Background: an optimization exercise with open tools, aiming at small area, a short achievable clock period and few clock cycles per item. Do not read the settings as production practice. RTL that was checked went through simulation tests only; none was proved equivalent to the original. Only the layout flow was run in runs 1, 2 and 7; the RTL was not checked for function there. Power is estimated from default activity; no workload was simulated.

**design.v**
```verilog
module brimet_divsqrt (
    input  wire        clk,
    input  wire        rst,
    input  wire        in_valid,
    output wire        in_ready,
    input  wire [7:0]  in_op,
    input  wire [31:0] in_a,
    input  wire [7:0]  in_aq,
    input  wire [31:0] in_b,
    input  wire [7:0]  in_bq,
    output reg         out_valid,
    output wire [31:0] out_val,
    output wire [7:0]  out_q
);
    reg         run;     
    reg         fin;     
    reg  [4:0]  pos;     
    reg  [25:0] W;       
    reg  [25:0] X;       
    reg  [25:0] Q;       
    reg  [8:0]  E;       
    reg         sq;      
    reg         ev;      
    reg         f_sign, f_selb;
    wire load  = ~run & ~fin;
    wire first = (pos == {4'b1100, ev});
    wire last  = (pos == 5'd0 && (Q[23] || ev)) || (pos == 5'd31);
    assign in_ready = fin;
    assign out_val  = {E[8:0], Q[22:0]};
    assign out_q    = X[7:0];
    reg  [25:0] H;
    integer hk;
    always @* begin
        for (hk = 0; hk < 26; hk = hk + 1)
            H[hk] = sq && (pos == hk);
    end
    wire [26:0] A  = {W, 1'b0};
    wire [27:0] D  = {1'b0, A} - {2'b00, X};
    wire        qb = ~D[27];
    wire [25:0] Wn = qb ? D[25:0] : A[25:0];
    wire [25:0] Xn = (X & ~H) | ({H[24:0], 1'b0} & {26{qb}}) | {1'b0, H[25:1]};
    wire [7:0] eg = E[7:0] & ~Q[25:18];
    wire [7:0] ep = E[7:0] ^ ~Q[25:18];
    reg  [7:0] cg, cp;                   
    integer ei, el;
    always @* begin
        cg = eg;
        cp = ep;
        for (el = 1; el < 8; el = el * 2)
            for (ei = 0; ei < 8; ei = ei + 1)
                if ((ei / el) % 2 == 1) begin
                    cg[ei] = cg[ei] | (cp[ei] & cg[(ei / el) * el - 1]);
                    cp[ei] = cp[ei] & cp[(ei / el) * el - 1];
                end
    end
    wire [8:0] e_div = {cg[7], ep ^ {cg[6:0], 1'b0}};
    wire [8:0] e_sq  = {E[7], ~E[7], ~E[7], E[6:1]};                  
    wire a_ez = (E[7:0] == 8'h00), a_eo = (E[7:0] == 8'hFF);
    wire b_ez = (Q[25:18] == 8'h00), b_eo = (Q[25:18] == 8'hFF);
    wire b_mnz = (X[23:1] != 23'd0);
    wire sp_bad  = sq ? (~a_ez & (a_eo | f_sign)) : (a_eo | b_ez | (b_eo & b_mnz));
    wire sp_zero = sq ? a_ez : (a_ez | (b_eo & ~b_mnz));
    wire [8:0] e_new = sp_bad ? 9'h1FF : sp_zero ? 9'h000 : sq ? e_sq : e_div;
    wire        late = ~Q[25];
    wire        st  = (W != 26'd0);
    wire        inc = Q[0] & (st | Q[1]);
    reg  [22:0] rf;
    reg  [7:0]  rx;
    reg         rc, gc, dn;
    integer ri;
    always @* begin
        rc = inc;
        gc = inc;
        for (ri = 0; ri < 23; ri = ri + 1) begin
            if (ri % 4 == 0) begin
                gc = rc;                                
                rc = rc & (&Q[1+ri +: 4]);              
            end
            rf[ri] = Q[1+ri] ^ gc;
            gc = gc & Q[1+ri];
        end
        dn = late;
        for (ri = 0; ri < 8; ri = ri + 1) begin
            rx[ri] = (ri == 7 ? ~E[7] : E[ri]) ^ dn;
            if (ri < 7)
                dn = dn & ~E[ri];
        end
    end
    wire [30:0] rs  = {rx, rf};
    wire        t_norm = late ? (E >= 9'd130) : (E >= 9'd129);
    wire        t_up   = (late ? (E == 9'd129) : (E == 9'd128)) && (&Q[24:1]);
    wire        r_bad  = t_norm && (late ? (E >= 9'd384) : (E >= 9'd383));
    wire bad     = r_bad;
    reg  [31:0] res;
    always @* begin
        if (bad)
            res = 32'h7FC0_0000;
        else if (!(t_norm || t_up))
            res = {f_sign, 31'd0};
        else if (t_norm)
            res = {f_sign, rs};
        else
            res = {f_sign, 8'd1, 23'd0};
    end
    wire [1:0] ca = {in_aq[7] & in_aq[6], in_aq[6]};
    wire [1:0] cb = {in_bq[7] & in_bq[6], in_bq[6]};
    always @(posedge clk) begin
        f_sign <= in_a[31] ^ (in_b[31] & ~in_op[0]);
        f_selb <= ~in_op[0] & (cb < ca);
    end
    always @(posedge clk) begin
        if (rst) begin
            run       <= 1'b0;
            fin       <= 1'b0;
            out_valid <= 1'b0;
        end else begin
            out_valid <= fin & in_valid;
            fin       <= run & last;
            run       <= run ? ~last : (load & in_valid);
        end
    end
    always @(posedge clk) begin
        pos <= load ? {4'b1100, in_op[0] & ~in_a[23]} : pos - 5'd1;
        W   <= load ? {2'b00, 1'b1, in_a[22:0]} : Wn;
        if (load)
            X <= {in_op[0] & ~in_a[23], ~(in_op[0] & ~in_a[23]),
                  in_b[22:0] & {23{~in_op[0]}}, 1'b0};
        else if (fin)
            X <= {Xn[25:8], bad ? 8'h03 : (f_selb ? in_bq : in_aq)};
        else
            X <= Xn;
        if (load) begin
            sq <= in_op[0];
            ev <= in_op[0] & ~in_a[23];
            Q  <= {in_b[30:23], 17'd0, 1'b1};
            E  <= {1'b0, in_a[30:23]};
        end else if (fin) begin
            Q[22:0] <= res[22:0];
            E[8:0]  <= res[31:23];
        end else begin
            Q <= {Q[24:0], qb};
            if (first)
                E <= e_new;
        end
    end
endmodule
```
**flow/run.sh**
```bash
#!/bin/bash
# Standard layout, with every port buffered by a plain buf_2 instead of the
# default pick.  Output of the run goes to flow_run.log.
set -euo pipefail
export BUFFER_PORTS_ARGS="-buffer_cell sky130_fd_sc_hd__buf_2"
bash standard.sh > flow_run.log 2>&1
```
**standard.sh**
```bash
#!/bin/bash
# synth_recipe.tcl (not shown) runs the flow's synth.tcl, then flattens the netlist and writes it again
# the make line also repeats each setting of config.mk as NAME=value (left out here)
make -C /OpenROAD-flow-scripts/flow DESIGN_CONFIG=/design/flow/config.mk WORK_HOME=/design/flow/orfs CLKGATE_MAP_FILE= SYNTH_SCRIPT=/design/flow/synth_recipe.tcl "${@:-finish}"
```
**constraint.sdc**
```tcl
create_clock -name core_clock -period 15.0 [get_ports {clk}]
set_input_delay 3.0000 -clock core_clock [delete_from_list [all_inputs] [get_ports {clk}]]
set_output_delay 3.0000 -clock core_clock [all_outputs]
set_load 0.01 [all_outputs]
```
**config.mk**
```make
export PLATFORM = sky130hd
export DESIGN_NAME = brimet_divsqrt
export DESIGN_NICKNAME = brimet_divsqrt
export VERILOG_FILES = /design/flow/design.v
export SDC_FILE = /design/flow/constraint.sdc
export NUM_CORES = 4
export LEC_CHECK = 0
export CAP_MARGIN = 20
export CORE_MARGIN = 2
export CORE_UTILIZATION = 40
export CTS_BUF_LIST = sky130_fd_sc_hd__clkbuf_8
export SLEW_MARGIN = 20
```
==> impl_metrics.yaml, run 1 <==
synthesis:
  yosys.area_share.simple: 0.1891
  synth_compound_area_frac: 0.2463
  syn-num-nets: 1054
  synthMuxAreaShare: 0.01738
  ys.flop_type: "dfxtp_1"
  yosysSeqAreaShare: 0.2963
  async_reset_ff_frac: 0
  syn_area_per_cell_um2: 7.936
  synth_edf_count: 13
  synth_commonest_cells: "nand2_1 (109), dfxtp_1 (86), a21oi_1 (74)"
  synth.most_common_cell: "nand2_1"
  synth.cell_area_um2: 7127
  synth_adder_area_share: 0.1183
  ys_seq_elements: 99
  synth_cell_types: 72
  synth_top_cell_area_share: 0.2416
  synth_top_area_cell: "dfxtp_1"
  syn-instance-count: 898
  yosysWarnings: 1
  synth_top_family_by_area: "compound AO/OA/AOI/OAI gates"
  synth_area_leaders: "dfxtp_1 (24%), ha_1 (11%), nand2_1 (5.7%), edfxtp_1 (5.5%), a21oi_1 (5.2%)"
  synth_xor_area_frac: 0.04055
pwr:
  p_per_area_nw_per_um2: 145.3
  p_comb_frac: 0.498
  swShare: 0.4496
  p_int_mw: 0.6287
  pwr-share-seq: 0.333
  vdd_drop_max_uv: 72.04
  power_frac_clock: 0.169
  cellLeakagePower_nw: 3.542
  total_power_mw: 1.142
  switchingPower_mw: 0.5135
layout:
  syn_to_final_growth_pct: 10.32
  postLayoutCellArea_um2: 7863
  drive_gt1_frac: 0.1682
  fillCellCount: 1803
  fin_nets: 1120
  diodes: 0
sta:
  hold_violations: 0
  post-route-min-period_ns: 4.189
  setup_violations: 0
  timing.fmax_mhz: 238.7
  holdWs_ns: 0.4954
  fin_crit_sh: 0.2793
  slew_headroom: 0.3941
  tns_ns: 0
  tightest_slew_ns: 0.9088
  slew_viol_final: 0
  fin_ws_ns: 10.81
  grt_setup_unrepaired: "false"
  clock_skew_ns: 0.01217
critical_path:
  slowest_delay_ns: 0.59
  timing.setup.critical_path_class: "reg -> out"
  cp.required_ns: 12.00
  cp-end-kind: "output port"
  worstSetupStartpointType: "flop"
  path_buf_inv: 1
  path_max_fanout: 9
  critPathArrivalTime_ns: 1.19
  cp_slowest_cell: "edfxtp_1"
  crit_chain: "buf_2"
  critPathTopFamily: "flip-flops"
die:
  io_pins: 133
  start_util: 0.4106
  die_y_um: 137.5
  row_count: 48
  die-width_um: 137.5
  core-area_um2: 17360
  dieArea_um2: 18900
placed_design:
  dp_worst_setup_slack_ns: 10.64
  numPortBuffers: 125
  place_area_um2: 7651
  routabilityCongestion: 0.8608
  dp_hpwl_um: 15570
clock_network:
  path_clk_slew_ns: 0.11
  cts_hold_buf: 0
  cts.sinks: 99
  clock_latency_ns: 0.39
  h-tree-depth: 3
  cts_buffer_depth: 2
  cts_tree: "built"
  numCtsBuffers: 9
  cts-root-buf: "clkbuf_8"
  postCtsSetupBuffers: 0
  cts-resized-gates: 0
route:
  vias_per_cell: 5.663
  dr.pass1.iters: 6
  vias: 6762
  drt_iter0_drc: 437
  totalWireLength_um: 20820
  wl_per_cell_um: 17.43
  drc: 0
  antenna_left: 0
grt:
  antenna_found_initial: 1
  grt_pass1_vias: 6210
  grt_overflow: 0
  grt_start_max_net_pins: 88
  grt_usage: 0.2239
  grt_pass1_wl_um: 32910
hold_path:
  hp-class: "reg -> reg"
outcome:
  run_status: "no timing/DRC/antenna violations"
run:
  cap_viol_max_count: 0
==> placed cells by master, fill, tap and decap left out, types with 5 or more instances in the layout <==
cell type	n
a211oi_1	12
a21o_1	9
a21oi_1	74
a221oi_1	6
a22o_1	17
a22oi_1	5
a31oi_1	30
and2_1	11
and3_1	10
buf_2	125
buf_4	6
clkbuf_8	9
dfxtp_1	86
edfxtp_1	13
ha_1	61
inv_1	59
mux2i_1	9
nand2_1	109
nand2b_1	12
nand3_1	21
nand4_1	11
nor2_1	55
nor2b_1	6
nor3_1	17
nor4_1	16
o211ai_1	5
o21a_1	6
o21ai_0	49
o221ai_1	5
o22ai_1	11
xnor2_1	15
xor2_1	18
==> flip-flops by register name, summed over array words and instances, names as in the netlist <==
signal,count
W,26
run,1
Q,26
sq,1
f_sign,1
f_selb,1
out_valid,1
X,26
E,9
fin,1
ev,1
pos,5
==> final timing paths <==
kind | start | endpoint | slack [ns] | cells past startpoint
worst max-delay path | E[7] | out_val[30] | 10.81 | 1
worst min-delay path | W[2] | W[3] | 0.50 | 2
worst max register to register | X[2] | W[24] | 11.72 | 11
worst min register to register | W[2] | W[3] | 0.50 | 2
==> cell families (layout without fill, tap and decap cells) <==
logic type,count (synthesis),after routing
xor gates and xnor gates,33,33
AOI/OAI and AO/OA,268,268
and+or+nand+nor,285,285
buffers and inverters,136,207
DFF,99,99
muxes,12,12
adders and majority gates,65,65
==> metal layers <==
metal / part of all wire / GRT usage
met1: 0.48 / 0.3173
met2: 0.45 / 0.3563
met3: 0.067 / 0.04157
met4: 0.0096 / 0.04296
met5: 0.00034 / 0
==> tightest hold or removal path, stage by stage (launching register included) <==
cell and delay [ns]:
dfxtp_1 0.34, nand2_1 0.06, a31oi_1 0.06
==> layout make-up <==
class                      instances  area [µm²]  area share
clock buffer                       9       123.9     0.01575
inverter                          60       225.2     0.02864
tap                              225       281.5     0.03581
multi-input combinational        663        4362      0.5547
sequential                        99        2112      0.2686
clock inverter                     7       87.58     0.01114
timing repair buffer             131       670.6     0.08530
==> metrics by stage <==
step | util | cells
after floorplan | - | 898
after global placement | 0.4408 | 1178
after detailed placement | 0.4408 | 1178
after CTS | 0.4530 | 1194
after global routing | 0.4530 | 1194
final | 0.4530 | 1194
==> power by group through the flow <==
stage	Sequential [mW]	Clock, mW	Combinational [mW]
5_1_grt	0.390	0.209	0.648
3_5_place_dp	0.386	0	0.563
3_3_place_gp	0.387	0	0.559
2_1_floorplan	0.361	0	0.467
6_report	0.380	0.192	0.569
4_1_cts	0.380	0.198	0.567
==> inputs of run 2 (changes only) <==
--- a/design.v
+++ b/design.v
@@ -28,3 +28,3 @@
     assign in_ready = fin;
-    assign out_val  = {E[8:0], Q[22:0]};
+    assign out_val  = {X[16:8], Q[22:0]};
     assign out_q    = X[7:0];
@@ -128,3 +128,3 @@
         else if (fin)
-            X <= {Xn[25:8], bad ? 8'h03 : (f_selb ? in_bq : in_aq)};
+            X <= {Xn[25:17], res[31:23], bad ? 8'h03 : (f_selb ? in_bq : in_aq)};
         else
@@ -137,4 +137,3 @@
         end else if (fin) begin
-            Q[22:0] <= res[22:0];
-            E[8:0]  <= res[31:23];
+            Q <= {Q[24:22], res[22:0]};
         end else begin
==> run 2 against run 1 <==
Worst hold slack better by 0.028 ns. Flip-flop and latch count unchanged. Worst setup slack worse by 0.34 ns. First-iteration DRC count down 14%. Largest power group unchanged. Total power down 7.4%. Global-route usage down 0.93 points. Synthesized cell count up 0.67%. Die area unchanged. Area after synthesis unchanged. Register-to-register slack worse by 0.14 ns. Clock power down 8%. Routed wire length down 2.7%. Still clean on timing, DRC and antenna. Highest routed layer is now met4.
==> impl_metrics.yaml, run 2 <==
outcome:
  run_status: "no timing/DRC/antenna violations"
sta:
  tns_ns: 0
  setup_violations: 0
  post-route-min-period_ns: 4.527
  timing.fmax_mhz: 220.9
  grt_setup_unrepaired: "false"
  slew_viol_final: 0
  fin_crit_sh: 0.3018
  slew_headroom: 0.2739
  holdWs_ns: 0.5229
  hold_violations: 0
  clock_skew_ns: 0.01960
  tightest_slew_ns: 1.085
placed_design:
  dp_hpwl_um: 15390
  numPortBuffers: 125
  routabilityCongestion: 0.9103
critical_path:
  cp-end-kind: "output port"
  timing.setup.critical_path_class: "reg -> out"
  reg2reg_slack_ns: 11.58
  slowest_delay_ns: 0.86
  cp_slowest_cell: "dfxtp_1"
  path_buf_inv: 1
  critPathArrivalTime_ns: 1.53
  crit_chain: "buf_2"
  critPathTopFamily: "flip-flops"
  worstSetupStartpointType: "flop"
  r2r_cells: 12
  r2r-end: "X[6]"
  cp.required_ns: 12.00
  path_max_fanout: 23
  r2r-start: "X[16]"
route:
  wl_per_cell_um: 16.90
  antenna_left: 0
  drt_iter0_drc: 378
  dr.pass1.iters: 7
  drc: 0
  vias_per_cell: 5.506
  totalWireLength_um: 20260
  vias: 6602
pwr:
  cellLeakagePower_nw: 3.471
  total_power_mw: 1.058
  vdd_drop_max_uv: 92.69
  p_per_area_nw_per_um2: 135.5
die:
  io_pins: 133
  start_util: 0.4106
  dieArea_um2: 18900
  row_count: 48
  die_y_um: 137.5
  die-width_um: 137.5
  core-area_um2: 17360
clock_network:
  numCtsBuffers: 9
  postCtsSetupBuffers: 0
  cts_hold_buf: 0
  h-tree-depth: 3
  cts-resized-gates: 0
  cts.sinks: 99
  clock_latency_ns: 0.41
  cts-root-buf: "clkbuf_8"
  cts_buffer_depth: 2
  path_clk_slew_ns: 0.12
  cts_tree: "built"
layout:
  final_cell_mix: "buf_2 (125), nand2_1 (108), dfxtp_1 (89)"
  final_common_cell: "buf_2"
  syn_to_final_growth_pct: 9.498
  drive_gt1_frac: 0.1698
  fin_nets: 1123
  reg_top3: "Q (26), W (26), X (26)"
synthesis:
  yosysSeqAreaShare: 0.2921
  synth.most_common_cell: "nand2_1"
  synth_area_leaders: "dfxtp_1 (25%), ha_1 (11%), nand2_1 (5.7%), o21ai_0 (5.6%), buf_4 (4.6%)"
  ys.flop_type: "dfxtp_1"
  synth_cell_types: 62
  ys_seq_elements: 99
  synth_commonest_cells: "nand2_1 (108), dfxtp_1 (89), o21ai_0 (80)"
  syn-instance-count: 904
  syn-num-nets: 1060
  yosysWarnings: 1
  synth.cell_area_um2: 7127
  async_reset_ff_frac: 0
  synth_top_cell_area_share: 0.2500
  synth_edf_count: 10
  syn_area_per_cell_um2: 7.884
  synth_top_area_cell: "dfxtp_1"
run:
  cap_viol_max_count: 0
hold_path:
  hold_end: "X[22]"
  min-delay-start: "X[22]"
  hp-class: "reg -> reg"
  hold_path_depth: 2
grt:
  grt_start_max_net_pins: 73
  grt_pass1_vias: 6099
  grt_overflow: 0
  antenna_found_initial: 0
  grt_pass1_wl_um: 31530
  grt_usage: 0.2145
## run 2: cell count changes after synthesis, sizes merged, moves of 7 or more
cell    change
a31oi      -14
nor2       +16
a22o       -17
a22oi      +15
mux2i      +13
clkbuf      -7
a21oi      -14
buf        +10
o21ai      +32
o22ai       -9
and3        -8
## run 2: layer usage
metal  GRT usage  routed length [µm]  part of all wire  vias to the layer above
met4     0.06357                 361             0.018                        0
met2      0.3585                9699              0.48                      185
li1            -                   -                 -                     3318
met5           0                   0                 0                        -
met3     0.04121                1098             0.054                       24
met1      0.2804                9103              0.45                     3075
## run 2: layout make-up
cell class / instances / area, µm²
Fill cell: 1825 / 9553
Timing Repair Buffer: 131 / 670.6
Multi-Input combinational cell: 669 / 4359
Sequential cell: 99 / 2082
Clock buffer: 10 / 137.6
Antenna cell: 2 / 5.005
Clock inverter: 6 / 53.80
Inverter: 57 / 214.0
Tap cell: 225 / 281.5
## run 2: how the worst max path moves through the flow
stage,end,cells after the start,slack (ns),start
after floorplan,X[11],4,11.21,in_op[0]
final,in_ready,1,10.47,fin
after CTS,in_ready,1,10.47,fin
after global routing,in_ready,1,10.40,fin
after detailed placement,X[15],4,10.54,in_op[0]
after global placement,X[15],4,10.57,in_op[0]
## run 2: per-stage QoR
| step | cells | setup WS (ns) | instance area, µm² | utilization |
|---|---|---|---|---|
| after floorplan | 904 | 11.21 | 7127 | - |
| final | 1199 | 10.47 | 7804 | 0.4496 |
| after global routing | 1197 | 10.40 | 7799 | 0.4493 |
| after CTS | 1197 | 10.47 | 7799 | 0.4493 |
| after detailed placement | 1181 | 10.54 | 7607 | 0.4383 |
| after global placement | 1181 | 10.57 | 7607 | 0.4383 |
## run 2: cell families after synthesis
family | Yosys count | synth area share
xor gates and xnor gates | 33 | 0.04055
AOI/OAI and AO/OA | 256 | 0.2260
adders and majority gates | 65 | 0.1183
buffers and inverters | 136 | 0.09621
muxes | 30 | 0.04354
DFF | 99 | 0.2921
and+or+nand+nor | 285 | 0.1833
## run 2: where the power goes
part	leakage, nW	internal [mW]	total (mW)	switching [mW]
Clock	0.0958	0.0682	0.176	0.108
Combinational	2.54	0.226	0.514	0.288
Sequential	0.839	0.312	0.367	0.0556
Total	3.47	0.606	1.06	0.451
==> inputs of run 3 (changes only) <==
--- a/design.v
+++ b/design.v
@@ -16,2 +16,3 @@
     reg         fin;     
+    reg         rdy;     
     reg  [4:0]  pos;     
@@ -27,3 +28,3 @@
     wire last  = (pos == 5'd0 && (Q[23] || ev)) || (pos == 5'd31);
-    assign in_ready = fin;
+    assign in_ready = rdy;
     assign out_val  = {X[16:8], Q[22:0]};
@@ -114,2 +115,3 @@
             fin       <= 1'b0;
+            rdy       <= 1'b0;
             out_valid <= 1'b0;
@@ -118,2 +120,3 @@
             fin       <= run & last;
+            rdy       <= run & last & in_valid;
             run       <= run ? ~last : (load & in_valid);
==> run 3 against run 2 <==
Maximum frequency is 9.7% higher. Combinational power is 6.0% higher. Count of clock-buffer cells in the layout is 1 lower. Area after synthesis is 2.1% higher.
==> impl_metrics.yaml, run 3 <==
outcome:
  run_status: "no timing/DRC/antenna violations"
synthesis:
  ys_seq_elements: 100
  yosysWarnings: 1
  synth_top_area_cell: "dfxtp_1"
  syn_area_per_cell_um2: 7.863
  syn-num-nets: 1081
  ys.flop_type: "dfxtp_1"
  synth_commonest_cells: "nand2_1 (93), nor2_1 (92), dfxtp_1 (90)"
  synth.most_common_cell: "nand2_1"
  syn-instance-count: 925
  synth_top_cell_area_share: 0.2477
  synth_cell_types: 65
  yosysSeqAreaShare: 0.2890
  synth_area_leaders: "dfxtp_1 (25%), ha_1 (10%), a21oi_1 (5.4%), nand2_1 (4.8%), nor2_1 (4.7%)"
  synth_edf_count: 10
  async_reset_ff_frac: 0
  synth.cell_area_um2: 7273
layout:
  postLayoutCellArea_um2: 7933
  syn_to_final_growth_pct: 9.066
  fin_util: 0.4431
  drive_gt1_frac: 0.1643
  diodes: 0
  fin_nets: 1137
  final_cell_mix: "buf_2 (125), nand2_1 (93), nor2_1 (91)"
  final_common_cell: "buf_2"
  reg_top3: "Q (26), W (26), X (26)"
critical_path:
  cp.required_ns: 12.00
  cp.depth: 1
  path_max_fanout: 6
  cp-end-kind: "output port"
  r2r_cells: 10
  critPathTopFamily: "flip-flops"
  slowest_delay_ns: 0.52
  timing.setup.critical_path_class: "reg -> out"
  cp_slowest_cell: "dfxtp_1"
  path_buf_inv: 1
  crit_chain: "buf_2"
  critPathArrivalTime_ns: 1.13
  worstSetupStartpointType: "flop"
pwr:
  p_comb_frac: 0.497
  vdd_drop_max_uv: 84.65
  pwr-share-seq: 0.338
  power_frac_clock: 0.165
  p_per_area_nw_per_um2: 138.3
  switchingPower_mw: 0.4801
  cellLeakagePower_nw: 3.550
  p_int_mw: 0.6173
  swShare: 0.4375
die:
  die-width_um: 138.8
  core-area_um2: 17900
  start_util: 0.4063
  io_pins: 133
  row_count: 49
  die_y_um: 138.8
  dieArea_um2: 19280
sta:
  grt_setup_unrepaired: "false"
  slew_viol_final: 0
  hold_violations: 0
  holdWs_ns: 0.5336
  tns_ns: 0
  clock_skew_ns: 0.01907
  slew_headroom: 0.3150
  timing.fmax_mhz: 242.3
  post-route-min-period_ns: 4.127
  tightest_slew_ns: 1.024
  fin_crit_sh: 0.2751
  setup_violations: 0
grt:
  antenna_found_initial: 0
  grt_overflow: 0
  grt_usage: 0.2181
  grt_pass1_vias: 6556
  grt_start_max_net_pins: 69
  grt_pass1_wl_um: 34040
route:
  drc: 0
  vias_per_cell: 5.537
  drt_iter0_drc: 391
  vias: 6728
  dr.pass1.iters: 8
  totalWireLength_um: 21080
  antenna_left: 0
  wl_per_cell_um: 17.35
run:
  cap_viol_max_count: 0
clock_network:
  postCtsSetupBuffers: 0
  numCtsBuffers: 9
  cts-resized-gates: 0
  h-tree-depth: 3
  cts_hold_buf: 0
  cts.sinks: 100
  path_clk_slew_ns: 0.11
  cts-root-buf: "clkbuf_8"
  cts_tree: "built"
  cts_buffer_depth: 2
  clock_latency_ns: 0.41
placed_design:
  dp_hpwl_um: 15900
  routabilityCongestion: 0.9075
  numPortBuffers: 125
  place_area_um2: 7729
hold_path:
  hp-class: "reg -> reg"
  hold_path_depth: 2
==> run 3: cell count changes after synthesis, moves of 5 or more <==
cell,delta
nor2_1,+21
mux2i_1,+6
a21oi_1,+17
and3_1,+5
nand2_1,-15
nand3_1,-6
nor2b_1,-5
o21ai_0,-12
clkbuf_1,+7
==> run 3: logic make-up (layout without fill, tap and decap cells) <==
| group | count (synthesis) | after routing | synth area share |
|---|---|---|---|
| DFF | 100 | 100 | 0.2890 |
| AOI/OAI and AO/OA | 268 | 268 | 0.2322 |
| xor gates and xnor gates | 36 | 36 | 0.04335 |
| adders and majority gates | 65 | 65 | 0.1159 |
| and+or+nand+nor | 283 | 283 | 0.1770 |
| muxes | 33 | 33 | 0.04628 |
| buffers and inverters | 140 | 201 | 0.09616 |
==> run 3: final cells by class <==
type                            instances  area, µm²
Clock inverter                          7      80.08
Inverter                               56      210.2
Timing Repair Buffer                  129      655.6
Tap cell                              229      286.5
Fill cell                            1847       9970
Multi-Input combinational cell        685       4474
Clock buffer                            9      123.9
Sequential cell                       100       2102
==> run 3: metrics by stage <==
step	std cells	power (mW)	worst slack (ns)
after floorplan	925	0.8073	11.21
after global placement	1199	0.9164	10.48
after detailed placement	1199	0.9184	10.81
after CTS	1215	1.104	10.83
after global routing	1215	1.185	10.69
final	1215	1.097	10.87
==> run 3: power groups by stage <==
stage	logic, mW	clock network, mW	registers, mW
floorplan	0.456	0	0.351
global placement	0.540	0	0.376
detailed placement	0.543	0	0.376
CTS	0.547	0.187	0.370
global route	0.612	0.196	0.377
finish	0.545	0.182	0.370
==> run 3: metal layers <==
layer	vias up	GRT usage	wire length (µm)
met4	0	0.06114	447
met5	-	0	0
met2	230	0.3635	9849
met3	31	0.04489	1253
li1	3380	-	-
met1	3087	0.2876	9531
==> run 3: final timing paths <==
| check | startpoint | to | slack [ns] |
|---|---|---|---|
| setup / recovery | Q[1] | out_val[1] | 10.87 |
| hold / removal | W[22] | W[23] | 0.53 |
| setup reg to reg | X[2] | X[9] | 11.00 |
| hold reg to reg | W[22] | W[23] | 0.53 |
Testbench counts of run 3, summed over its fixed seeds: cycles 219,945, ops 8,000.
==> inputs of run 4 (changes only) <==
--- a/config.mk
+++ b/config.mk
@@ -9,4 +9,5 @@
 export CORE_MARGIN = 2
-export CORE_UTILIZATION = 40
+export CORE_UTILIZATION = 65
 export CTS_BUF_LIST = sky130_fd_sc_hd__clkbuf_8
+export PLACE_DENSITY = 0.75
 export SLEW_MARGIN = 20
==> run 4 against run 3 <==
Routed wire length shrank 3.1%. Register-to-register slack gained 0.32 ns. Final cell count is 7.3% lower. Via count is 4.4% higher. Count of clock-buffer cells in the layout unchanged. Total power barely moved. Clock skew fell by 0.0038 ns. Sequential share of layout area increased by 0.43 points. Combinational power rose by 1%. Critical path depth unchanged. Clock power is 4% lower. Area after synthesis unchanged. Largest power group unchanged. Still clean on timing, DRC and antenna.
==> impl_metrics.yaml, run 4 <==
synthesis:
  synth_area_leaders: "dfxtp_1 (25%), ha_1 (10%), a21oi_1 (5.4%), nand2_1 (4.8%), nor2_1 (4.7%)"
  ys_seq_elements: 100
  synth_cell_types: 65
  synth_commonest_cells: "nand2_1 (93), nor2_1 (92), dfxtp_1 (90)"
  async_reset_ff_frac: 0
  synth_xor_area_frac: 0.04335
  synth.most_common_cell: "nand2_1"
  synth.cell_area_um2: 7273
  syn-instance-count: 925
  synth_top_area_cell: "dfxtp_1"
  yosysSeqAreaShare: 0.2890
  synth_adder_area_share: 0.1159
  syn-num-nets: 1081
  syn_area_per_cell_um2: 7.863
  synth_top_cell_area_share: 0.2477
  yosysWarnings: 1
  yosys.area_share.simple: 0.1770
  synthMuxAreaShare: 0.04628
  ys.flop_type: "dfxtp_1"
  synth_compound_area_frac: 0.2322
  synth_top_family_by_area: "compound AO/OA/AOI/OAI gates"
  synth_edf_count: 10
die:
  die_y_um: 109.8
  row_count: 38
  start_util: 0.6680
  die-width_um: 109.8
  core-area_um2: 10890
  io_pins: 133
  dieArea_um2: 12050
route:
  vias: 7027
  drc: 0
  drt_iter0_drc: 601
  totalWireLength_um: 20440
  antenna_left: 0
  dr.pass1.iters: 5
  vias_per_cell: 6.241
  wl_per_cell_um: 18.15
sta:
  tns_ns: 0
  slew_viol_final: 0
  hold_violations: 0
  slew_headroom: 0.2585
  fin_crit_sh: 0.2734
  tightest_slew_ns: 1.108
  clock_skew_ns: 0.01526
  grt_setup_unrepaired: "false"
  setup_violations: 0
  timing.fmax_mhz: 243.9
  holdWs_ns: 0.5291
  post-route-min-period_ns: 4.101
critical_path:
  slowest_delay_ns: 0.50
  path_buf_inv: 1
  path_max_fanout: 5
  cp.required_ns: 12.00
  crit_chain: "buf_2"
  r2r_cells: 7
  cp.depth: 1
  critPathArrivalTime_ns: 1.10
  critPathTopFamily: "flip-flops"
  cp_slowest_cell: "dfxtp_1"
  worstSetupStartpointType: "flop"
  timing.setup.critical_path_class: "reg -> out"
  cp-end-kind: "output port"
grt:
  grt_usage: 0.3472
  grt_overflow: 0
  antenna_found_initial: 0
  grt_start_max_net_pins: 43
  grt_pass1_vias: 6728
  grt_pass1_wl_um: 32620
layout:
  syn_to_final_growth_pct: 7.328
  final_cell_mix: "buf_2 (125), nand2_1 (93), nor2_1 (92)"
  fin_nets: 1137
  reg_top3: "Q (26), W (26), X (26)"
  postLayoutCellArea_um2: 7806
  drive_gt1_frac: 0.1633
  diodes: 0
  final_common_cell: "buf_2"
outcome:
  run_status: "no timing/DRC/antenna violations"
clock_network:
  h-tree-depth: 3
  numCtsBuffers: 9
  cts_hold_buf: 0
  cts-root-buf: "clkbuf_8"
  clock_latency_ns: 0.40
  cts.sinks: 100
  cts_tree: "built"
  cts-resized-gates: 0
  postCtsSetupBuffers: 0
  path_clk_slew_ns: 0.10
  cts_buffer_depth: 2
hold_path:
  hp-class: "reg -> reg"
  hold_path_depth: 2
placed_design:
  numPortBuffers: 125
  routabilityCongestion: 1.008
  dp_hpwl_um: 15410
  place_area_um2: 7615
run:
  cap_viol_max_count: 0
pwr:
  cellLeakagePower_nw: 3.551
  p_per_area_nw_per_um2: 140.7
  vdd_drop_max_uv: 132.7
## run 4: logic make-up (layout without fill, tap and decap cells)
group | after synthesis | in the layout
buffers and inverters | 140 | 201
flip-flops | 100 | 100
adder cells (fa/ha/maj) | 65 | 65
multiplexers | 33 | 33
XOR/XNOR | 36 | 36
AND/OR/NAND/NOR | 283 | 283
AO/OA/AOI/OAI | 268 | 268
## run 4: path summary, 6_finish.rpt
path | from | to | slack (ns)
worst min register to register | W[22] | W[23] | 0.53
worst max register to register | fin | W[22] | 11.32
worst min-delay path | W[22] | W[23] | 0.53
worst max-delay path | X[1] | out_q[1] | 10.90
## run 4: cell type report
| cell class | count | area (µm²) |
|---|---|---|
| multi-input combinational | 685 | 4472 |
| tap | 140 | 175.2 |
| timing repair buffer | 129 | 655.6 |
| fill | 910 | 3082 |
| clock buffer | 9 | 123.9 |
| sequential | 100 | 2102 |
| inverter | 56 | 210.2 |
| clock inverter | 7 | 67.56 |
## run 4: per-layer routing
| metal | up-vias | wire, µm | GRT usage |
|---|---|---|---|
| li1 | 3375 | - | - |
| met1 | 3331 | 8347 | 0.4225 |
| met2 | 274 | 10130 | 0.6039 |
| met3 | 47 | 1320 | 0.05631 |
| met4 | 0 | 641 | 0.1456 |
| met5 | - | 0 | 0 |
## run 4: report_power, final
part	leakage [nW]	internal, mW	switching, mW
sequential	0.847	0.315	0.0559
clock	0.101	0.0648	0.110
combinational	2.60	0.236	0.317
total	3.55	0.616	0.482
## run 4: metrics by stage
step | power [mW] | util | cells | worst slack [ns]
global route | 1.172 | 0.7170 | 1126 | 10.86
finish | 1.098 | 0.7170 | 1126 | 10.90
global placement | 0.8968 | 0.6994 | 1110 | 10.59
detailed placement | 0.9153 | 0.6994 | 1110 | 10.59
CTS | 1.090 | 0.7170 | 1126 | 10.90
floorplan | 0.8073 | - | 925 | 11.21
==> inputs of run 5 (changes only) <==
==> flow/run.sh (replaced) <==
#!/bin/bash
# Standard layout, with every port buffered by a plain buf_2 instead of the
# default pick, and a clock tree of clkbuf_8 without dummy loads.
# Output of the run goes to flow_run.log.
set -euo pipefail
export BUFFER_PORTS_ARGS="-buffer_cell sky130_fd_sc_hd__buf_2"
export CTS_ARGS="-sink_clustering_enable -repair_clock_nets -buf_list sky130_fd_sc_hd__clkbuf_8 -dont_use_dummy_load"
bash standard.sh > flow_run.log 2>&1
--- a/config.mk
+++ b/config.mk
@@ -9,5 +9,4 @@
 export CORE_MARGIN = 2
-export CORE_UTILIZATION = 65
+export CORE_UTILIZATION = 40
 export CTS_BUF_LIST = sky130_fd_sc_hd__clkbuf_8
-export PLACE_DENSITY = 0.75
 export SLEW_MARGIN = 20
==> run 5 against run 4 <==
Routed wire length increased by 2.8%. Die area increased by 60%. Via count decreased by 5.6%. Final cell count increased by 7.3%. Still clean. Global-route usage decreased by 13 points.
==> impl_metrics.yaml, run 5 <==
outcome:
  run_status: "no timing/DRC/antenna violations"
route:
  totalWireLength_um: 21000
  wl_per_cell_um: 17.38
  antenna_left: 0
  dr.pass1.iters: 5
  vias: 6632
  vias_per_cell: 5.490
  drt_iter0_drc: 441
  drc: 0
clock_network:
  clock_latency_ns: 0.41
  cts-resized-gates: 0
  cts_hold_buf: 0
  cts.sinks: 100
  cts_tree: "built"
  path_clk_slew_ns: 0.10
  postCtsSetupBuffers: 0
  numCtsBuffers: 9
  h-tree-depth: 3
  cts_buffer_depth: 2
  cts-root-buf: "clkbuf_8"
critical_path:
  r2r-start: "X[2]"
  cp.required_ns: 12.00
  reg2reg_slack_ns: 10.98
  slowest_delay_ns: 0.51
  timing.setup.critical_path_class: "reg -> out"
  worstSetupStartpointType: "flop"
  cp_slowest_cell: "dfxtp_1"
  path_buf_inv: 1
  critPathTopFamily: "flip-flops"
  critPathArrivalTime_ns: 1.10
  cp-end-kind: "output port"
  path_max_fanout: 6
  r2r-end: "X[4]"
  crit_chain: "buf_2"
  r2r_cells: 10
synthesis:
  syn_area_per_cell_um2: 7.863
  synth_cell_types: 65
  ys_seq_elements: 100
  yosysSeqAreaShare: 0.2890
  synth_commonest_cells: "nand2_1 (93), nor2_1 (92), dfxtp_1 (90)"
  syn-instance-count: 925
  synth_edf_count: 10
  yosysWarnings: 1
  synth_area_leaders: "dfxtp_1 (25%), ha_1 (10%), a21oi_1 (5.4%), nand2_1 (4.8%), nor2_1 (4.7%)"
  synth.most_common_cell: "nand2_1"
  synth_top_area_cell: "dfxtp_1"
  ys.flop_type: "dfxtp_1"
  synth_top_cell_area_share: 0.2477
  async_reset_ff_frac: 0
  syn-num-nets: 1081
  synth.cell_area_um2: 7273
sta:
  tightest_slew_ns: 1.036
  slew_headroom: 0.3071
  tns_ns: 0
  slew_viol_final: 0
  grt_setup_unrepaired: "false"
  hold_violations: 0
  setup_violations: 0
  post-route-min-period_ns: 4.095
  timing.fmax_mhz: 244.2
  holdWs_ns: 0.5308
  clock_skew_ns: 0.04598
  fin_crit_sh: 0.2730
pwr:
  p_per_area_nw_per_um2: 135.0
  cellLeakagePower_nw: 3.515
  total_power_mw: 1.060
  vdd_drop_max_uv: 84.49
grt:
  grt_pass1_vias: 6542
  grt_overflow: 0
  grt_pass1_wl_um: 33930
  antenna_found_initial: 0
  grt_start_max_net_pins: 69
  grt_usage: 0.2174
die:
  start_util: 0.4063
  dieArea_um2: 19280
  core-area_um2: 17900
  die-width_um: 138.8
  row_count: 49
  die_y_um: 138.8
  io_pins: 133
layout:
  fin_nets: 1137
  drive_gt1_frac: 0.1583
  diodes: 0
  fin_util: 0.4386
  syn_to_final_growth_pct: 7.965
  final_cell_mix: "buf_2 (125), nand2_1 (93), nor2_1 (91)"
  ff_latch_area_um2: 2102
  multiInputGateArea_um2: 4474
  final_common_cell: "buf_2"
  reg_top3: "Q (26), W (26), X (26)"
  fillCellCount: 1863
placed_design:
  dp_hpwl_um: 15900
  numPortBuffers: 125
  routabilityCongestion: 0.9075
run:
  cap_viol_max_count: 0
hold_path:
  hold_end: "W[23]"
  hp-class: "reg -> reg"
  hold_path_depth: 2
  min-delay-start: "W[22]"
-- run 5: cell counts after synthesis --
Identical to the previous run, type by type.
-- run 5: power by group --
group,switching (mW),internal [mW],leakage (nW),total [mW]
Combinational,0.310,0.236,2.60,0.546
Clock,0.0898,0.0541,0.0647,0.144
Sequential,0.0550,0.315,0.847,0.370
Total,0.455,0.605,3.52,1.06
-- run 5: worst max path at each step --
| stage | from | end | slack [ns] | cells after the start |
|---|---|---|---|---|
| floorplan | in_op[0] | X[1] | 11.21 | 4 |
| global placement | in_op[0] | X[1] | 10.48 | 4 |
| detailed placement | in_op[0] | X[1] | 10.81 | 4 |
| CTS | Q[1] | out_val[1] | 10.85 | 1 |
| global route | X[2] | X[2] | 10.70 | 10 |
| finish | Q[1] | out_val[1] | 10.90 | 1 |
-- run 5: cell families (layout without fill, tap and decap cells) --
group / after synthesis / in the layout / synth area share
DFF: 100 / 100 / 0.2890
adders and majority gates: 65 / 65 / 0.1159
muxes: 33 / 33 / 0.04628
and+or+nand+nor: 283 / 283 / 0.1770
xor gates and xnor gates: 36 / 36 / 0.04335
buffers and inverters: 140 / 194 / 0.09616
AOI/OAI and AO/OA: 268 / 268 / 0.2322
-- run 5: final cells by class --
cell class / instances / share of cell area
timing repair buffer: 129 / 0.08349
tap: 229 / 0.03649
clock buffer: 9 / 0.01577
multi-input combinational: 685 / 0.5698
inverter: 56 / 0.02677
sequential: 100 / 0.2677
-- run 5: metrics by stage --
| stage | setup WS (ns) | instances | area, µm² |
|---|---|---|---|
| after floorplan | 11.21 | 925 | 7273 |
| after global placement | 10.48 | 1199 | 7726 |
| after detailed placement | 10.81 | 1199 | 7729 |
| after CTS | 10.85 | 1208 | 7853 |
| after global routing | 10.70 | 1208 | 7853 |
| final | 10.90 | 1208 | 7853 |
-- run 5: routing by layer --
metal  GRT usage  part of all wire
met1      0.2864              0.46
met2      0.3632              0.47
met3     0.04558             0.057
met4     0.05795             0.021
met5           0                 0
==> inputs of run 6 (changes only) <==
--- a/design.v
+++ b/design.v
@@ -137,4 +137,4 @@
             ev <= in_op[0] & ~in_a[23];
-            Q  <= {in_b[30:23], 17'd0, 1'b1};
-            E  <= {1'b0, in_a[30:23]};
+            Q  <= {in_b[30:23], Q[16:0], 1'b1};
+            E  <= {E[8], in_a[30:23]};
         end else if (fin) begin
==> run 6 against run 5 <==
Die area barely moved. Flip-flop and latch count did not move. Largest power group unchanged. Sequential share of layout area barely moved. Critical path depth did not move. Synthesized cell count fell by 0.65%. Sequential power rose by 13%. Core utilization rose by 0.16 points. Register-to-register slack improved by 0.55 ns. Final cell count fell by 0.25%. Combinational power rose by 23%.
==> impl_metrics.yaml, run 6 <==
layout:
  final-instance-count-excl-fill: 1205
  syn_to_final_growth_pct: 8.305
  diodes: 0
  reg_top3: "Q (26), W (26), X (26)"
  fillCellCount: 1908
  fin_nets: 1134
  ff_latch_area_um2: 2112
  multiInputGateArea_um2: 4448
  final_common_cell: "buf_2"
  final_cell_mix: "buf_2 (125), nand2_1 (109), dfxtp_1 (89)"
  drive_gt1_frac: 0.1629
sta:
  tns_ns: 0
  tightest_slew_ns: 1.030
  fin_ws_ns: 10.91
  fin_crit_sh: 0.2727
  grt_setup_unrepaired: "false"
  slew_viol_final: 0
  clock_skew_ns: 0.04090
  hold_violations: 0
  post-route-min-period_ns: 4.090
  setup_violations: 0
  slew_headroom: 0.3120
  timing.fmax_mhz: 244.5
route:
  antenna_left: 0
  wl_met2_um: 10280
  top_layer_used: "met4"
  drt_iter0_drc: 514
  vias: 6887
  wl_per_cell_um: 18.20
  vias_per_cell: 5.715
  dr.pass1.iters: 5
  wl_met3_um: 1421
  wl_met1_um: 9674
  drc: 0
  totalWireLength_um: 21930
placed_design:
  routabilityCongestion: 0.8884
  dp_hpwl_um: 16540
  dp_worst_setup_slack_ns: 10.80
  numPortBuffers: 125
  dp.cells: 1196
synthesis:
  synth_cell_types: 68
  yosysSeqAreaShare: 0.2902
  synth.cell_area_um2: 7277
  synth_area_leaders: "dfxtp_1 (24%), ha_1 (10%), nand2_1 (5.6%), edfxtp_1 (4.5%), o21ai_0 (4.5%)"
  synth_commonest_cells: "nand2_1 (109), dfxtp_1 (89), o21ai_0 (66)"
  synth.most_common_cell: "nand2_1"
  async_reset_ff_frac: 0
  synth_edf_count: 11
  ys_seq_elements: 100
  ys.flop_type: "dfxtp_1"
  synth_top_cell_area_share: 0.2448
  syn_area_per_cell_um2: 7.918
  yosysWarnings: 1
  synth_top_area_cell: "dfxtp_1"
  syn-num-nets: 1075
  syn-instance-count: 919
pwr:
  cellLeakagePower_nw: 3.344
  p_per_area_nw_per_um2: 156.8
  vdd_drop_max_uv: 82.83
clock_network:
  cts-resized-gates: 0
  cts_buffer_depth: 2
  cts-root-buf: "clkbuf_8"
  cts.sinks: 100
  path_clk_slew_ns: 0.09
  numCtsBuffers: 9
  clock_latency_ns: 0.40
  postCtsSetupBuffers: 0
  h-tree-depth: 3
  cts_tree: "built"
  cts_hold_buf: 0
critical_path:
  worstSetupStartpointType: "flop"
  r2r-start: "X[1]"
  cp.depth: 1
  reg2reg_slack_ns: 11.53
  crit_start: "X[1]"
  cp.required_ns: 12.00
  r2r_cells: 11
  path_max_fanout: 5
  critPathCapture: "out_q[1]"
  cp_slowest_cell: "dfxtp_1"
  critPathArrivalTime_ns: 1.09
  critPathTopFamily: "flip-flops"
  timing.setup.critical_path_class: "reg -> out"
  r2r-end: "X[22]"
  crit_chain: "buf_2"
  cp-end-kind: "output port"
  path_buf_inv: 1
  slowest_delay_ns: 0.52
grt:
  grt_overflow: 0
  grt_pass1_wl_um: 35560
  antenna_found_initial: 0
  grt_start_max_net_pins: 71
  grt_usage: 0.2280
  grt_pass1_vias: 6772
die:
  die-width_um: 138.9
  die_y_um: 138.9
  io_pins: 133
  row_count: 49
  start_util: 0.4065
  core-area_um2: 17900
  dieArea_um2: 19290
hold_path:
  hp-class: "reg -> reg"
outcome:
  run_status: "no timing/DRC/antenna violations"
run:
  cap_viol_max_count: 0
run 6: cells by family after synthesis:
family / after synthesis / share of synthesized area
and+or+nand+nor: 296 / 0.1921
muxes: 16 / 0.02270
xor gates and xnor gates: 30 / 0.03611
DFF: 100 / 0.2902
AOI/OAI and AO/OA: 267 / 0.2445
adders and majority gates: 65 / 0.1159
buffers and inverters: 145 / 0.09852
run 6: layer usage:
layer  track usage  vias up
li1              -     3411
met1        0.2967     3209
met2        0.3822      230
met3       0.04558       37
met4       0.07071        0
met5             0        -
run 6: layout make-up:
class / instances / share of cell area
tap: 229 / 0.03635
inverter: 60 / 0.02858
timing repair buffer: 133 / 0.08700
multi-input combinational: 674 / 0.5644
sequential: 100 / 0.2680
clock buffer: 9 / 0.01572
run 6: worst min-delay path by stage:
stage	from	to	slack [ns]	cells after the start
finish	W[16]	W[17]	0.50	2
global route	W[16]	W[17]	0.52	2
CTS	W[16]	W[17]	0.50	2
detailed placement	W[12]	W[13]	0.49	2
global placement	W[14]	W[15]	0.48	2
floorplan	W[23]	W[24]	0.46	2
run 6: report_power, final:
group	leakage, nW	internal, mW	total [mW]	switching, mW
combinational	2.43	0.280	0.671	0.391
sequential	0.853	0.337	0.419	0.0823
clock	0.0647	0.0542	0.146	0.0914
run 6: stage by stage:
stage | total power, mW | area, µm² | hold WS [ns] | util
6_report | 1.236 | 7881 | 0.4962 | 0.4402
5_1_grt | 1.344 | 7881 | 0.5247 | 0.4402
4_1_cts | 1.239 | 7881 | 0.5018 | 0.4402
3_5_place_dp | 1.088 | 7757 | 0.4903 | 0.4333
3_3_place_gp | 1.087 | 7757 | 0.4838 | 0.4333
2_1_floorplan | 0.9486 | 7277 | 0.4632 | -
Testbench counts of run 6, summed over its fixed seeds: cycles 219,945, ops 8,000.
==> inputs of run 7 (changes only) <==
--- a/design.v
+++ b/design.v
@@ -26,4 +26,4 @@
     wire load  = ~run & ~fin;
-    wire first = (pos == {4'b1100, ev});
-    wire last  = (pos == 5'd0 && (Q[23] || ev)) || (pos == 5'd31);
+    wire first = (pos[4:1] == 4'd12);
+    wire last  = (pos[4:1] == 4'd0);
     assign in_ready = rdy;
@@ -37,7 +37,12 @@
     end
-    wire [26:0] A  = {W, 1'b0};
-    wire [27:0] D  = {1'b0, A} - {2'b00, X};
-    wire        qb = ~D[27];
-    wire [25:0] Wn = qb ? D[25:0] : A[25:0];
-    wire [25:0] Xn = (X & ~H) | ({H[24:0], 1'b0} & {26{qb}}) | {1'b0, H[25:1]};
+    wire [26:0] A1 = {W, 1'b0};
+    wire [27:0] D1 = {1'b0, A1} - {2'b00, X};
+    wire        q1 = ~D1[27];
+    wire [25:0] R1 = q1 ? D1[25:0] : A1[25:0];
+    wire [25:0] T2 = (X & ~H) | ({H[24:0], 1'b0} & {26{q1}}) | {1'b0, H[25:1]};
+    wire [26:0] A2 = {R1, 1'b0};
+    wire [27:0] D2 = {1'b0, A2} - {2'b00, T2};
+    wire        q2 = ~D2[27];
+    wire [25:0] Wn = q2 ? D2[25:0] : A2[25:0];
+    wire [25:0] Xn = (X & ~H) | ({H[24:0], 1'b0} & {26{q1}}) | (H & {26{q2}}) | {2'b00, H[25:2]};
     wire [7:0] eg = E[7:0] & ~Q[25:18];
@@ -65,4 +70,5 @@
     wire        late = ~Q[25];
-    wire        st  = (W != 26'd0);
-    wire        inc = Q[0] & (st | Q[1]);
+    wire [24:0] Nq  = late ? Q[24:0] : Q[25:1];         
+    wire        st  = (W != 26'd0) | (~late & Q[0]);
+    wire        inc = Nq[0] & (st | Nq[1]);
     reg  [22:0] rf;
@@ -77,6 +83,6 @@
                 gc = rc;                                
-                rc = rc & (&Q[1+ri +: 4]);              
+                rc = rc & (&Nq[1+ri +: 4]);             
             end
-            rf[ri] = Q[1+ri] ^ gc;
-            gc = gc & Q[1+ri];
+            rf[ri] = Nq[1+ri] ^ gc;
+            gc = gc & Nq[1+ri];
         end
@@ -91,3 +97,3 @@
     wire        t_norm = late ? (E >= 9'd130) : (E >= 9'd129);
-    wire        t_up   = (late ? (E == 9'd129) : (E == 9'd128)) && (&Q[24:1]);
+    wire        t_up   = (late ? (E == 9'd129) : (E == 9'd128)) && (&Nq[24:1]);
     wire        r_bad  = t_norm && (late ? (E >= 9'd384) : (E >= 9'd383));
@@ -125,3 +131,3 @@
     always @(posedge clk) begin
-        pos <= load ? {4'b1100, in_op[0] & ~in_a[23]} : pos - 5'd1;
+        pos <= load ? {4'b1100, in_op[0] & ~in_a[23]} : pos - 5'd2;
         W   <= load ? {2'b00, 1'b1, in_a[22:0]} : Wn;
@@ -137,4 +143,4 @@
             ev <= in_op[0] & ~in_a[23];
-            Q  <= {in_b[30:23], Q[16:0], 1'b1};
-            E  <= {E[8], in_a[30:23]};
+            Q  <= {in_b[30:23], 18'd0};
+            E  <= {1'b0, in_a[30:23]};
         end else if (fin) begin
@@ -142,3 +148,3 @@
         end else begin
-            Q <= {Q[24:0], qb};
+            Q <= {Q[23:0], q1, q2};
             if (first)
==> flow/run.sh (replaced) <==
#!/bin/bash
# Standard layout, with every port buffered by a plain buf_2 instead of the
# default pick.  Output of the run goes to flow_run.log.
set -euo pipefail
export BUFFER_PORTS_ARGS="-buffer_cell sky130_fd_sc_hd__buf_2"
bash standard.sh > flow_run.log 2>&1
==> run 7 against run 6 <==
Non-clock buffer count unchanged. Core utilization up 0.24 points. Total power rose by 91%. Area after synthesis increased by 28%. Largest power group unchanged.
==> impl_metrics.yaml, run 7 <==
sta:
  hold_violations: 0
  tns_ns: 0
  post-route-min-period_ns: 6.916
  fin_crit_sh: 0.4611
  slew_viol_final: 0
  grt_setup_unrepaired: "false"
  tightest_slew_ns: 1.030
  clock_skew_ns: 0.01435
  holdWs_ns: 0.5681
  setup_violations: 0
  slew_headroom: 0.3135
  timing.fmax_mhz: 144.6
route:
  wl_per_cell_um: 17.78
  antenna_left: 0
  vias: 9008
  drc: 0
  drt_iter0_drc: 672
  totalWireLength_um: 28170
  dr.pass1.iters: 5
  vias_per_cell: 5.687
clock_network:
  cts-root-buf: "clkbuf_8"
  path_clk_slew_ns: 0.10
  postCtsSetupBuffers: 0
  cts_tree: "built"
  numCtsBuffers: 9
  cts_buffer_depth: 2
  cts.sinks: 99
  h-tree-depth: 3
  clock_latency_ns: 0.40
  cts_hold_buf: 0
  cts-resized-gates: 0
synthesis:
  synth_cell_types: 78
  synth.cell_area_um2: 9320
  ys.flop_type: "dfxtp_1"
  yosysWarnings: 1
  synth.most_common_cell: "nor2_1"
  synth_commonest_cells: "nor2_1 (141), nand2_1 (128), dfxtp_1 (89)"
  async_reset_ff_frac: 0
  syn_area_per_cell_um2: 7.671
  synth_top_cell_area_share: 0.1912
  syn-num-nets: 1394
  synth_edf_count: 10
  ys_seq_elements: 99
  syn-instance-count: 1215
  yosysSeqAreaShare: 0.2234
  synth_area_leaders: "dfxtp_1 (19%), ha_1 (11%), nor2_1 (5.7%), nand2_1 (5.2%), mux2_2 (5.0%)"
  synth_top_area_cell: "dfxtp_1"
die:
  die_y_um: 156.6
  core-area_um2: 22780
  start_util: 0.4092
  dieArea_um2: 24540
  row_count: 55
  die-width_um: 156.6
  io_pins: 133
critical_path:
  cp_slowest_cell: "a21bo_1"
  cp-end-kind: "flop"
  path_max_fanout: 57
  critPathArrivalTime_ns: 7.20
  crit_chain: "inv_1 -> ha_1 -> o211ai_1 -> a21boi_1 -> o41a_2 -> o211ai_2 -> or4_4 -> a21oi_1 -> nand3b_1 -> buf_4 -> a32oi_1 -> and2_1 -> ha_1 -> a21oi_1 -> o211ai_1 -> a31o_2 -> o211ai_1 -> a31o_2 -> o221ai_1 -> a31o_2 -> a21bo_1 -> a2111oi_1 -> o21ai_1"
  worstSetupStartpointType: "flop"
  cp.required_ns: 15.28
  timing.setup.critical_path_class: "reg -> reg"
  critPathTopFamily: "compound AO/OA/AOI/OAI gates"
  path_buf_inv: 2
  slowest_delay_ns: 0.58
layout:
  fin_nets: 1444
  drive_gt1_frac: 0.1630
  final_common_cell: "nor2_1"
  final_cell_mix: "nor2_1 (140), nand2_1 (128), buf_2 (125)"
  reg_top3: "Q (26), W (26), X (26)"
  syn_to_final_growth_pct: 8.189
  fillCellCount: 2370
pwr:
  cellLeakagePower_nw: 4.383
  p_per_area_nw_per_um2: 233.9
  vdd_drop_max_uv: 144.7
grt:
  grt_usage: 0.2328
  grt_overflow: 0
  grt_start_max_net_pins: 58
  antenna_found_initial: 1
  grt_pass1_wl_um: 45490
  grt_pass1_vias: 8610
run:
  cap_viol_max_count: 0
hold_path:
  hp-class: "reg -> reg"
placed_design:
  dp_hpwl_um: 21660
  numPortBuffers: 125
  routabilityCongestion: 0.8794
outcome:
  run_status: "no timing/DRC/antenna violations"
-- run 7: cell count changes in the layout (fill, tap and decap cells not counted), moves of 12 or more --
cell,change
a22oi_1,+19
nand2_1,+19
o21ai_0,-12
ha_1,+22
nor2_1,+80
a21oi_1,+13
inv_1,+12
nand3_1,+12
a21o_1,+20
xnor2_1,+24
mux2_2,+37
-- run 7: worst register-to-register path: stages (launching register included) --
cell and delay, ns:
dfxtp_1 0.47, inv_1 0.08, ha_1 0.41, o211ai_1 0.15, a21boi_1 0.17, o41a_2 0.20, o211ai_2 0.14, or4_4 0.54
a21oi_1 0.15, nand3b_1 0.11, buf_4 0.51, a32oi_1 0.30, and2_1 0.25, ha_1 0.34, a21oi_1 0.30, o211ai_1 0.15
a31o_2 0.26, o211ai_1 0.27, a31o_2 0.23, o221ai_1 0.18, a31o_2 0.33, a21bo_1 0.58, a2111oi_1 0.58, o21ai_1 0.09
-- run 7: final cells by class --
class,count,area (µm²),area share
Multi-Input combinational cell,949,6435,0.6382
Sequential cell,99,2082,0.2065
Timing Repair Buffer,133,705.7,0.06998
Tap cell,313,391.6,0.03884
Inverter,73,274.0,0.02717
Clock buffer,9,123.9,0.01228
Clock inverter,7,68.82,0.006825
Antenna cell,1,2.502,0.0002482
-- run 7: cells by family (layout without fill, tap and decap cells) --
family | after synthesis | after routing | share of synthesized area
adders and majority gates | 88 | 88 | 0.1222
buffers and inverters | 167 | 222 | 0.08645
other | 0 | 1 | 0
AOI/OAI and AO/OA | 331 | 331 | 0.2423
and+or+nand+nor | 413 | 413 | 0.2018
xor gates and xnor gates | 54 | 54 | 0.05074
DFF | 99 | 99 | 0.2234
muxes | 63 | 63 | 0.07316
-- run 7: final timing paths --
kind | startpoint | end | slack, ns | depth (start not counted)
max | X[6] | X[12] | 8.08 | 23
min | Q[24] | Q[25] | 0.57 | 2
max reg2reg | X[6] | X[12] | 8.08 | 23
min reg2reg | Q[24] | Q[25] | 0.57 | 2
-- run 7: per-stage QoR --
step	cells	cell area [µm²]	worst slack [ns]	util	total power, mW
global route	1583	10080	7.648	0.4426	2.589
detailed placement	1567	9888	8.148	0.4341	2.152
finish	1584	10080	8.084	0.4427	2.358
global placement	1566	9861	8.076	0.4329	2.099
CTS	1583	10080	8.133	0.4426	2.339
floorplan	1215	9320	9.665	-	1.819
-- run 7: routing by layer --
layer	GRT usage	up-vias	wire, µm
li1	-	4456	-
met1	0.3267	4261	13400
met2	0.3801	263	12840
met3	0.02825	28	1450
met4	0.05548	0	479
met5	0	-	0
-- run 7: power by group --
| group | leakage, nW | total [mW] | internal, mW | switching (mW) |
|---|---|---|---|---|
| Clock | 0.101 | 0.184 | 0.0770 | 0.107 |
| Sequential | 0.839 | 0.389 | 0.323 | 0.0654 |
| Combinational | 3.44 | 1.79 | 0.777 | 1.01 |
| Total | 4.38 | 2.36 | 1.18 | 1.18 |

static timing again, ports no longer ideal:
How much do the figures lean on ideal ports? The routed layouts below were timed once more, with nothing changed but the port constraints.
Step 1 (the two cells are an assumption about what drives the block):
set clk [get_ports {clk}]
set_driving_cell -lib_cell sky130_fd_sc_hd__clkbuf_16 $clk
set_driving_cell -lib_cell sky130_fd_sc_hd__buf_2 [delete_from_list [all_inputs] $clk]
Step 2 times the ports against the registers' clock, not the clock port: input delays grow and output delays shrink by t, the midpoint of the rising clock arrivals with the driver on.
Three values: ideal, step 1, step 2; two values: the first two.
run | t, ns | setup WS [ns] | worst setup path at the end | worst slew at a driven data input, ns
run 1 | 0.421 | 10.811 / 10.775 / 10.632 | input to register | 0.06
run 2 | 0.435 | 10.473 / 10.435 / 10.477 | input to register | 0.07
run 3 | 0.436 | 10.873 / 10.836 / 10.771 | input to register | 0.04
run 4 | 0.433 | 10.899 / 10.862 / 10.526 | input to register | 0.05
run 5 | 0.422 | 10.905 / 10.867 / 10.784 | input to register | 0.04
run 6 | 0.423 | 10.910 / 10.869 / 10.781 | input to register | 0.05
run 7 | 0.427 | 8.084 / 8.084 / 8.084 | register to register | 0.06
After both steps every run listed still meets setup and hold. The setup slack of run 4, which loses most, moves by -0.037 ns with the drivers and by -0.373 ns with both steps.
